This is an optimization exercise on Yosys and OpenROAD, whose aim is small area, a short achievable clock period and few clock cycles per item, not a production implementation. Function was checked by simulation only, so behaviour that the tests miss may differ from the original.

// aes256_core
module aes256_core (
    input  wire         clk,
    input  wire         rst,         
    input  wire         start,
    input  wire [255:0] key,
    input  wire [127:0] block_in,
    output wire         ready,
    output reg          done,
    output wire [127:0] block_out
);
Size in the first run: about 1200 flip-flops, about 71000 um2 of cells after synthesis.
clock: 10.0 ns
lec_check: 0
abc_area: 1
cap_margin: 40
cell_pad_in_sites_detail_placement: 0
cell_pad_in_sites_global_placement: 0
core_margin: 2
core_utilization: 60
cts_buf_list: sky130_fd_sc_hd__clkbuf_8
place_density: 0.72
slew_margin: 60
standard.sh (not shown) runs the stock make flow with config.mk's settings and CLKGATE_MAP_FILE= SYNTH_SCRIPT=/design/flow/synth_recipe.tcl, a recipe that flattens the netlist after the stock synthesis.
==> flow/flow/run.sh <==
#!/bin/bash
set -euo pipefail
bash standard.sh synth floorplan > flow_synth_floorplan.log 2>&1
bash standard.sh SETUP_SLACK_MARGIN=6.5 "BUFFER_PORTS_ARGS=-buffer_cell sky130_fd_sc_hd__buf_1" finish > flow_place_route.log 2>&1
Testbench counts at the start, summed over its fixed seeds: cycles 44,816, items 3,200.
Change:
==> flow/flow/run.sh (replaced) <==
#!/bin/bash
set -euo pipefail
bash standard.sh synth floorplan > flow_synth_floorplan.log 2>&1
bash standard.sh SETUP_SLACK_MARGIN=7 "BUFFER_PORTS_ARGS=-buffer_cell sky130_fd_sc_hd__buf_1" finish > flow_place_route.log 2>&1
- ABC_AREA: 1 -> default
- CORE_UTILIZATION: 60 -> 45
- CTS_BUF_LIST: sky130_fd_sc_hd__clkbuf_8 -> default
- PLACE_DENSITY: 0.72 -> 0.6
After rerunning: Routed wire length drops by roughly a tenth; hold slack gets better by 0.0091 ns; final cell count falls by a quarter to a third; core utilization went down by 6.8 points; design area climbs by a little under a tenth; register-to-register slack gets better by 0.32 ns; fmax is higher by a few percent; non-clock buffer count rose by 526; worst setup slack improved by 0.17 ns; clock-buffer cell count fell by 73.
Change:
==> flow/flow/run.sh (replaced) <==
#!/bin/bash
set -euo pipefail
bash standard.sh synth floorplan > flow_synth_floorplan.log 2>&1
bash standard.sh SETUP_SLACK_MARGIN=6.5 "BUFFER_PORTS_ARGS=-buffer_cell sky130_fd_sc_hd__buf_1" finish > flow_place_route.log 2>&1
- ABC_AREA: default -> 1
- CAP_MARGIN: 40 -> 20
- CTS_BUF_LIST: default -> sky130_fd_sc_hd__clkbuf_8
- SLEW_MARGIN: 60 -> 20
After rerunning: Global-route usage is higher by 4.2 points. Synthesized area went up by 11%. Setup slack is worse by 0.14 ns. Synthesized cell count came out higher by 62%. Die area is higher by 11%. Routed wire length went up by 23%. Count of clock-buffer cells in the layout came out higher by 78. Maximum frequency is lower by 4.0%.
Change:
==> flow/flow/run.sh (replaced) <==
#!/bin/bash
set -euo pipefail
bash standard.sh synth floorplan > flow_synth_floorplan.log 2>&1
bash standard.sh SETUP_SLACK_MARGIN=7 "BUFFER_PORTS_ARGS=-buffer_cell sky130_fd_sc_hd__buf_1" finish > flow_place_route.log 2>&1
- CAP_MARGIN: 20 -> 40
- SLEW_MARGIN: 20 -> 60
Effect: Clock skew rose by 0.019 ns; count of clock-buffer cells in the layout fell by 14; sequential cell count is unchanged; hold slack is worse by 0.018 ns; area after synthesis stays the same; global-route usage rose by 0.15 points; die area stays the same.
Change:
==> flow/run.sh (new file) <==
#!/bin/bash
# synth_recipe.tcl (not shown) runs the flow's synth.tcl, then flattens the netlist and writes it again
# the make line also repeats each setting of config.mk as NAME=value (left out here)
make -C /OpenROAD-flow-scripts/flow DESIGN_CONFIG=/design/flow/config.mk WORK_HOME=/design/flow/orfs CLKGATE_MAP_FILE= SYNTH_SCRIPT=/design/flow/synth_recipe.tcl finish
- CTS_BUF_LIST: sky130_fd_sc_hd__clkbuf_8 -> default
- SETUP_SLACK_MARGIN: default -> 5
removed: flow/flow/run.sh
removed: flow/standard.sh
The new run ran to the end with no violations.
Worst hold slack gets better by 0.021 ns.
Area after synthesis is unchanged.
Critical path depth does not change.
Change:
==> flow/flow/run.sh (new file) <==
#!/bin/bash
set -euo pipefail
bash standard.sh synth floorplan > flow_synth_floorplan.log 2>&1
bash standard.sh SETUP_SLACK_MARGIN=6.5 finish > flow_place_route.log 2>&1
==> flow/standard.sh (new file) <==
#!/bin/bash
# synth_recipe.tcl (not shown) runs the flow's synth.tcl, then flattens the netlist and writes it again
# the make line also repeats each setting of config.mk as NAME=value (left out here)
make -C /OpenROAD-flow-scripts/flow DESIGN_CONFIG=/design/flow/config.mk WORK_HOME=/design/flow/orfs CLKGATE_MAP_FILE= SYNTH_SCRIPT=/design/flow/synth_recipe.tcl "${@:-finish}"
- SETUP_SLACK_MARGIN: 5 -> default
removed: flow/run.sh
After rerunning:
- via count is about the same
- final area is about the same
- setup slack improved by 0.32 ns
- non-clock buffer count is unchanged
- first-iteration DRC count goes down by 1.1%
- global-route usage hardly moves
- final cell count is about the same
- core utilization is about the same

========
== exp/juniper ==
Another version of the RTL of aes256_core (not shown whole).
Size: about 1200 flip-flops, about 64000 um2 of cells after synthesis.
clock: 10.0 ns
lec_check: 0
cap_margin: 40
cell_pad_in_sites_detail_placement: 1
cell_pad_in_sites_global_placement: 2
core_margin: 2
core_utilization: 45
place_density: 0.6
setup_slack_margin: 5
slew_margin: 60
==> flow/flow/run.sh <==
#!/bin/bash
set -euo pipefail
bash standard.sh SETUP_SLACK_MARGIN=7 finish > flow.log 2>&1
exp/juniper: no failed stages, no open violations at the end
Testbench counts of exp/juniper, summed over its fixed seeds: cycles 44,816, items 3,200.
Relative to exp/juniper, the following input files were edited for exp/indigo:
Settings: PLACE_DENSITY now 0.35, was 0.6; CAP_MARGIN now 20, was 40; CORE_UTILIZATION now 20, was 45; SETUP_SLACK_MARGIN no longer set, was 5; SLEW_MARGIN now 20, was 60.
==> flow/run.sh (new file) <==
#!/bin/bash
# synth_recipe.tcl (not shown) runs the flow's synth.tcl, then flattens the netlist and writes it again
# the make line also repeats each setting of config.mk as NAME=value (left out here)
make -C /OpenROAD-flow-scripts/flow DESIGN_CONFIG=/design/flow/config.mk WORK_HOME=/design/flow/orfs CLKGATE_MAP_FILE= SYNTH_SCRIPT=/design/flow/synth_recipe.tcl finish
removed: flow/flow/run.sh
removed: flow/standard.sh
--- outcome ---
Delta (exp/indigo minus exp/juniper): worst path setup slack after routing decreased by 0.95 ns relative to the old numbers, final critical-path share of the clock period increased by 9.5 points relative to the old numbers, hold slack went down by 0.023 ns. Critical path depth (exp/indigo over exp/juniper): increase, 1. In the tables for exp/indigo and exp/juniper, maximum fanout encountered on the critical timing path reads lower with exp/juniper. Number of cells traversed by the worst register-to-register path for exp/indigo: 1 up relative to exp/juniper. Comparing exp/indigo and exp/juniper, the lower final wirelength is on exp/juniper. Layout filler cell count, exp/indigo vs exp/juniper: up by more than 100%.
> inputs changed (exp/indigo -> exp/zinc)
Settings: SLEW_MARGIN changed from 20 to 60; PLACE_DENSITY changed from 0.35 to 0.6; CAP_MARGIN changed from 20 to 40; SETUP_SLACK_MARGIN newly set to 5; CORE_UTILIZATION changed from 20 to 45.
--- outcome ---
- Having completed the whole flow, exp/zinc delivered a layout that passed the timing, design-rule and antenna checks.
- exp/zinc vs. exp/indigo: routed wire length -25%; final critical path time including I/O delays and setup -0.21 ns; net count reported at finish -83; placed cell count -2469.
- exp/indigo -> exp/zinc: via count of the first global-routing pass decreased by a few percent

========
The RTL this note starts from:
==> flow/design.v <==
module aes_sbox_top (
    input  wire [7:0]  in,
    output wire [21:0] mid
);
    wire U0 = in[7], U1 = in[6], U2 = in[5], U3 = in[4];
    wire U4 = in[3], U5 = in[2], U6 = in[1], U7 = in[0];
    wire T1  = U0 ^ U3,   T2  = U0 ^ U5,   T3  = U0 ^ U6,   T4  = U3 ^ U5;
    wire T5  = U4 ^ U6,   T6  = T1 ^ T5,   T7  = U1 ^ U2,   T8  = U7 ^ T6;
    wire T9  = U7 ^ T7,   T10 = T6 ^ T7,   T11 = U1 ^ U5,   T12 = U2 ^ U5;
    wire T13 = T3 ^ T4,   T14 = T6 ^ T11,  T15 = T5 ^ T11,  T16 = T5 ^ T12;
    wire T17 = T9 ^ T16,  T18 = U3 ^ U7,   T19 = T7 ^ T18,  T20 = T1 ^ T19;
    wire T21 = U6 ^ U7,   T22 = T7 ^ T21,  T23 = T2 ^ T22,  T24 = T2 ^ T10;
    wire T25 = T20 ^ T17, T26 = T3 ^ T16,  T27 = T1 ^ T12;
    wire M1  = T13 & T6,  M2  = T23 & T8,  M3  = T14 ^ M1,  M4  = T19 & U7;
    wire M5  = M4 ^ M1,   M6  = T3 & T16,  M7  = T22 & T9,  M8  = T26 ^ M6;
    wire M9  = T20 & T17, M10 = M9 ^ M6,   M11 = T1 & T15,  M12 = T4 & T27;
    wire M13 = M12 ^ M11, M14 = T2 & T10,  M15 = M14 ^ M11, M16 = M3 ^ M2;
    wire M17 = M5 ^ T24,  M18 = M8 ^ M7,   M19 = M10 ^ M15, M20 = M16 ^ M13;
    wire M21 = M17 ^ M15, M22 = M18 ^ M13, M23 = M19 ^ T25, M24 = M22 ^ M23;
    wire M25 = M22 & M20, M26 = M21 ^ M25, M27 = M20 ^ M21, M28 = M23 ^ M25;
    wire M29 = M28 & M27, M30 = M26 & M24, M31 = M20 & M23, M32 = M27 & M31;
    wire M33 = M27 ^ M25, M34 = M21 & M22, M35 = M24 & M34, M36 = M24 ^ M25;
    wire M37 = M21 ^ M29, M38 = M32 ^ M33, M39 = M23 ^ M30, M40 = M35 ^ M36;
    assign mid = {M37, M38, M39, M40,
                  T1, T2, T3, T4, T6, T8, T9, T10, T13,
                  T15, T16, T17, T19, T20, T22, T23, T27, U7};
endmodule
module aes_sbox_bot (
    input  wire [21:0] mid,
    output wire [7:0]  out
);
    wire M37 = mid[21], M38 = mid[20], M39 = mid[19], M40 = mid[18];
    wire T1  = mid[17], T2  = mid[16], T3  = mid[15], T4  = mid[14];
    wire T6  = mid[13], T8  = mid[12], T9  = mid[11], T10 = mid[10];
    wire T13 = mid[9],  T15 = mid[8],  T16 = mid[7],  T17 = mid[6];
    wire T19 = mid[5],  T20 = mid[4],  T22 = mid[3],  T23 = mid[2];
    wire T27 = mid[1],  U7  = mid[0];
    wire M41 = M38 ^ M40, M42 = M37 ^ M39, M43 = M37 ^ M38, M44 = M39 ^ M40;
    wire M45 = M42 ^ M41;
    wire M46 = M44 & T6,  M47 = M40 & T8,  M48 = M39 & U7,  M49 = M43 & T16;
    wire M50 = M38 & T9,  M51 = M37 & T17, M52 = M42 & T15, M53 = M45 & T27;
    wire M54 = M41 & T10, M55 = M44 & T13, M56 = M40 & T23, M57 = M39 & T19;
    wire M58 = M43 & T3,  M59 = M38 & T22, M60 = M37 & T20, M61 = M42 & T1;
    wire M62 = M45 & T4,  M63 = M41 & T2;
    wire L0  = M61 ^ M62, L1  = M50 ^ M56, L2  = M46 ^ M48, L3  = M47 ^ M55;
    wire L4  = M54 ^ M58, L5  = M49 ^ M61, L6  = M62 ^ L5,  L7  = M46 ^ L3;
    wire L8  = M51 ^ M59, L9  = M52 ^ M53, L10 = M53 ^ L4,  L11 = M60 ^ L2;
    wire L12 = M48 ^ M51, L13 = M50 ^ L0,  L14 = M52 ^ M61, L15 = M55 ^ L1;
    wire L16 = M56 ^ L0,  L17 = M57 ^ L1,  L18 = M58 ^ L8,  L19 = M63 ^ L4;
    wire L20 = L0 ^ L1,   L21 = L1 ^ L7,   L22 = L3 ^ L12,  L23 = L18 ^ L2;
    wire L24 = L15 ^ L9,  L25 = L6 ^ L10,  L26 = L7 ^ L9,   L27 = L8 ^ L10;
    wire L28 = L11 ^ L14, L29 = L11 ^ L17;
    assign out[7] = L6 ^ L24;
    assign out[6] = ~(L16 ^ L26);
    assign out[5] = ~(L19 ^ L28);
    assign out[4] = L6 ^ L21;
    assign out[3] = L20 ^ L22;
    assign out[2] = L25 ^ L29;
    assign out[1] = ~(L13 ^ L27);
    assign out[0] = ~(L6 ^ L23);
endmodule
module aes_sbox (
    input  wire [7:0] in,
    output wire [7:0] out
);
    wire [21:0] mid;
    aes_sbox_top u_top (.in(in), .mid(mid));
    aes_sbox_bot u_bot (.mid(mid), .out(out));
endmodule
module aes256_core (
    input  wire         clk,
    input  wire         rst,         
    input  wire         start,
    input  wire [255:0] key,
    input  wire [127:0] block_in,
    output wire         ready,
    output reg          done,
    output wire [127:0] block_out
);
    genvar i;
    reg         a_v;             
    reg  [3:0]  a_r;             
    reg [127:0] a_x;             
    reg [127:0] a_k0;            
    reg [127:0] a_k1;            
    reg         b_v;
    reg  [3:0]  b_r;
    reg [351:0] b_m;             
    reg [127:0] b_k0;            
    reg [127:0] b_k1;            
    reg  [87:0] b_km;            
    reg         rdy;             
    reg [127:0] out_q;
    assign ready     = rdy;
    assign block_out = out_q;
    wire [127:0] ark = a_x ^ a_k0;
    wire [351:0] a_m;
    wire  [87:0] a_km;
    generate
        for (i = 0; i < 16; i = i + 1) begin : g_sa
            aes_sbox_top u_top (
                .in  (ark[127 - 8*i -: 8]),
                .mid (a_m[351 - 22*i -: 22])
            );
        end
        for (i = 0; i < 4; i = i + 1) begin : g_ka
            aes_sbox_top u_top (
                .in  (a_k1[31 - 8*i -: 8]),
                .mid (a_km[87 - 22*i -: 22])
            );
        end
    endgenerate
    wire [127:0] sub_bytes;
    wire [127:0] shift_rows;
    wire [127:0] mix_columns;
    wire  [31:0] sub_word;
    generate
        for (i = 0; i < 16; i = i + 1) begin : g_sb
            aes_sbox_bot u_bot (
                .mid (b_m[351 - 22*i -: 22]),
                .out (sub_bytes[127 - 8*i -: 8])
            );
        end
        for (i = 0; i < 4; i = i + 1) begin : g_kb
            aes_sbox_bot u_bot (
                .mid (b_km[87 - 22*i -: 22]),
                .out (sub_word[31 - 8*i -: 8])
            );
        end
    endgenerate
    generate
        for (i = 0; i < 16; i = i + 1) begin : g_shift
            localparam integer R = i % 4;
            localparam integer C = i / 4;
            localparam integer SRC = 4 * ((C + R) % 4) + R;
            assign shift_rows[127 - 8*i -: 8] = sub_bytes[127 - 8*SRC -: 8];
        end
    endgenerate
    function [7:0] xtime(input [7:0] b);
        xtime = {b[6:0], 1'b0} ^ (b[7] ? 8'h1b : 8'h00);
    endfunction
    function [31:0] mix_column(input [31:0] col);
        reg [7:0] a0, a1, a2, a3;
        begin
            a0 = col[31:24];
            a1 = col[23:16];
            a2 = col[15:8];
            a3 = col[7:0];
            mix_column[31:24] = xtime(a0 ^ a1) ^ a1 ^ a2 ^ a3;
            mix_column[23:16] = xtime(a1 ^ a2) ^ a2 ^ a3 ^ a0;
            mix_column[15:8]  = xtime(a2 ^ a3) ^ a3 ^ a0 ^ a1;
            mix_column[7:0]   = xtime(a3 ^ a0) ^ a0 ^ a1 ^ a2;
        end
    endfunction
    generate
        for (i = 0; i < 4; i = i + 1) begin : g_mix
            assign mix_columns[127 - 32*i -: 32] = mix_column(shift_rows[127 - 32*i -: 32]);
        end
    endgenerate
    reg [7:0] rcon;
    always @(*) begin
        case (b_r[3:1])
            3'd0:    rcon = 8'h01;
            3'd1:    rcon = 8'h02;
            3'd2:    rcon = 8'h04;
            3'd3:    rcon = 8'h08;
            3'd4:    rcon = 8'h10;
            3'd5:    rcon = 8'h20;
            3'd6:    rcon = 8'h40;
            default: rcon = 8'h80;
        endcase
    end
    wire [31:0] temp = b_r[0] ? sub_word
                              : ({sub_word[23:0], sub_word[31:24]} ^ {rcon, 24'h0});
    wire [31:0] p0 = b_k0[127:96];
    wire [31:0] p1 = p0 ^ b_k0[95:64];
    wire [31:0] p2 = p1 ^ b_k0[63:32];
    wire [31:0] p3 = p2 ^ b_k0[31:0];
    wire [127:0] k_next = {p0 ^ temp, p1 ^ temp, p2 ^ temp, p3 ^ temp};
    wire b_last = (b_r == 4'd13);
    wire take   = !b_v || b_last;    
    always @(posedge clk) begin
        b_m  <= a_m;
        b_km <= a_km;
        b_k0 <= a_k0;
        b_k1 <= a_k1;
        b_r  <= a_r;
        if (take) begin
            a_x  <= block_in;
            a_k0 <= key[255:128];
            a_k1 <= key[127:0];
            a_r  <= 4'd0;
        end else begin
            a_x  <= mix_columns;
            a_k0 <= b_k1;
            a_k1 <= k_next;
            a_r  <= b_r + 4'd1;
        end
        out_q <= shift_rows ^ b_k1;
        if (rst) begin
            a_v  <= 1'b0;
            b_v  <= 1'b0;
            rdy  <= 1'b1;
            done <= 1'b0;
        end else begin
            a_v  <= take ? start : b_v;
            b_v  <= a_v;
            rdy  <= !a_v || (a_r == 4'd13);
            done <= b_v && b_last;
        end
    end
endmodule
==> flow/config.mk <==
export PLATFORM = sky130hd
export DESIGN_NAME = aes256_core
export DESIGN_NICKNAME = aes256_core
export VERILOG_FILES = /design/flow/design.v
export SDC_FILE = /design/flow/constraint.sdc
export NUM_CORES = 4
export LEC_CHECK = 0
export CAP_MARGIN = 20
export CELL_PAD_IN_SITES_DETAIL_PLACEMENT = 0
export CELL_PAD_IN_SITES_GLOBAL_PLACEMENT = 0
export CORE_MARGIN = 2
export CORE_UTILIZATION = 45
export CTS_BUF_LIST = sky130_fd_sc_hd__clkbuf_8
export PLACE_DENSITY = 0.6
export SLEW_MARGIN = 20
==> flow/constraint.sdc <==
create_clock -name core_clock -period 10.0 [get_ports {clk}]
set_input_delay 2.0000 -clock core_clock [delete_from_list [all_inputs] [get_ports {clk}]]
set_output_delay 2.0000 -clock core_clock [all_outputs]
set_load 0.01 [all_outputs]
==> flow/flow/run.sh <==
#!/bin/bash
set -euo pipefail
bash standard.sh synth floorplan > flow_synth_floorplan.log 2>&1
bash standard.sh SETUP_SLACK_MARGIN=6.5 "BUFFER_PORTS_ARGS=-buffer_cell sky130_fd_sc_hd__buf_1" finish > flow_place_route.log 2>&1
Testbench counts at the start, summed over its fixed seeds: cycles 44,816, items 3,200.
Edit:
ABC_AREA = 1   (was not set)
CAP_MARGIN = 40   (was 20)
SLEW_MARGIN = 60   (was 20)
Hold slack is worse by 0.020 ns.
Core utilization drops by 1.6 points.
Cell count is higher by 47%.
Design area rose by 7.4%.
Edit:
==> flow/flow/run.sh (replaced) <==
#!/bin/bash
set -euo pipefail
bash standard.sh synth floorplan > flow_synth_floorplan.log 2>&1
bash standard.sh SETUP_SLACK_MARGIN=6.5 finish > flow_place_route.log 2>&1
CELL_PAD_IN_SITES_DETAIL_PLACEMENT = 1   (was 0)
CELL_PAD_IN_SITES_GLOBAL_PLACEMENT = 2   (was 0)
CORE_UTILIZATION = 55   (was 45)
CTS_BUF_LIST = not set   (was sky130_fd_sc_hd__clkbuf_8)
PLACE_DENSITY = 0.7   (was 0.6)
=>
- Now the flow ended with an error in global placement without I/O (3_1_place_gp_skip_io) on GPL-0301
- synthesized cell count stays the same
- area after synthesis is unchanged
Edit:
==> flow/flow/run.sh (replaced) <==
#!/bin/bash
set -euo pipefail
bash standard.sh synth floorplan > flow_synth_floorplan.log 2>&1
bash standard.sh SETUP_SLACK_MARGIN=7 "BUFFER_PORTS_ARGS=-buffer_cell sky130_fd_sc_hd__buf_1" finish > flow_place_route.log 2>&1
CAP_MARGIN = 20   (was 40)
CELL_PAD_IN_SITES_DETAIL_PLACEMENT = 0   (was 1)
CELL_PAD_IN_SITES_GLOBAL_PLACEMENT = 0   (was 2)
CORE_UTILIZATION = 45   (was 55)
PLACE_DENSITY = 0.6   (was 0.7)
SLEW_MARGIN = 20   (was 60)
- This time the run produced a clean layout
- synthesized area is unchanged
- synthesized cell count is unchanged
Edit:
==> flow/flow/run.sh (replaced) <==
#!/bin/bash
set -euo pipefail
bash standard.sh SETUP_SLACK_MARGIN=6.5 finish > flow.log 2>&1
CAP_MARGIN = 40   (was 20)
CELL_PAD_IN_SITES_DETAIL_PLACEMENT = 1   (was 0)
CELL_PAD_IN_SITES_GLOBAL_PLACEMENT = 2   (was 0)
CORE_UTILIZATION = 55   (was 45)
PLACE_DENSITY = 0.7   (was 0.6)
SLEW_MARGIN = 60   (was 20)
Outcome:
- This time the run did not get past global placement without I/O (3_1_place_gp_skip_io) with GPL-0301
- synthesized area does not change
- synthesized cell count does not change

==> static timing again, ports no longer ideal <==
In the flow no input, the clock included, has a driving cell. The finished layouts below were timed again as built, in two steps. Step 1: set_driving_cell puts a clkbuf_16 on clk and a buf_2 on each other input, an assumption about the parent block. Step 2 also shifts input and output timing later by t, the mid clock arrival at the registers, as if the neighbouring blocks saw the same clock. Three values: ideal, step 1, step 2; two values: the first two.
| run | t (ns) | setup WS [ns] | worst setup path after step 2 | worst slew at a driven data input, ns |
|---|---|---|---|---|
| the first run of note 1 | 1.011 | 6.548 / 6.465 / 6.622 | register to register | 0.12 |
| the second run of note 1 | 0.876 | 6.717 / 6.629 / 6.938 | register to register | 0.15 |
| the third run of note 1 | 1.013 | 6.579 / 6.492 / 6.659 | register to register | 0.15 |
| the fourth run of note 1 | 1.011 | 6.575 / 6.489 / 7.042 | register to register | 0.16 |
| the fifth run of note 1 | 0.877 | 6.235 / 6.149 / 6.560 | register to register | 0.10 |
| the sixth run of note 1 | 0.877 | 6.559 / 6.472 / 6.588 | register to register | 0.08 |
| exp/juniper | 0.873 | 6.601 / 6.535 / 6.601 | register to register | 0.11 |
| exp/indigo | 0.940 | 5.649 / 5.649 / 5.649 | register to register | 0.28 |
| exp/zinc | 0.867 | 5.858 / 5.858 / 5.858 | register to register | 0.08 |
| the first run of note 3 | 1.026 | 6.447 / 6.447 / 6.447 | register to register | 0.16 |
| the second run of note 3 | 1.021 | 6.548 / 6.460 / 6.648 | register to register | 0.15 |
| the fourth run of note 3 | 0.857 | 6.755 / 6.666 / 7.085 | register to register | 0.15 |
After both steps setup and hold are still met in every run listed.
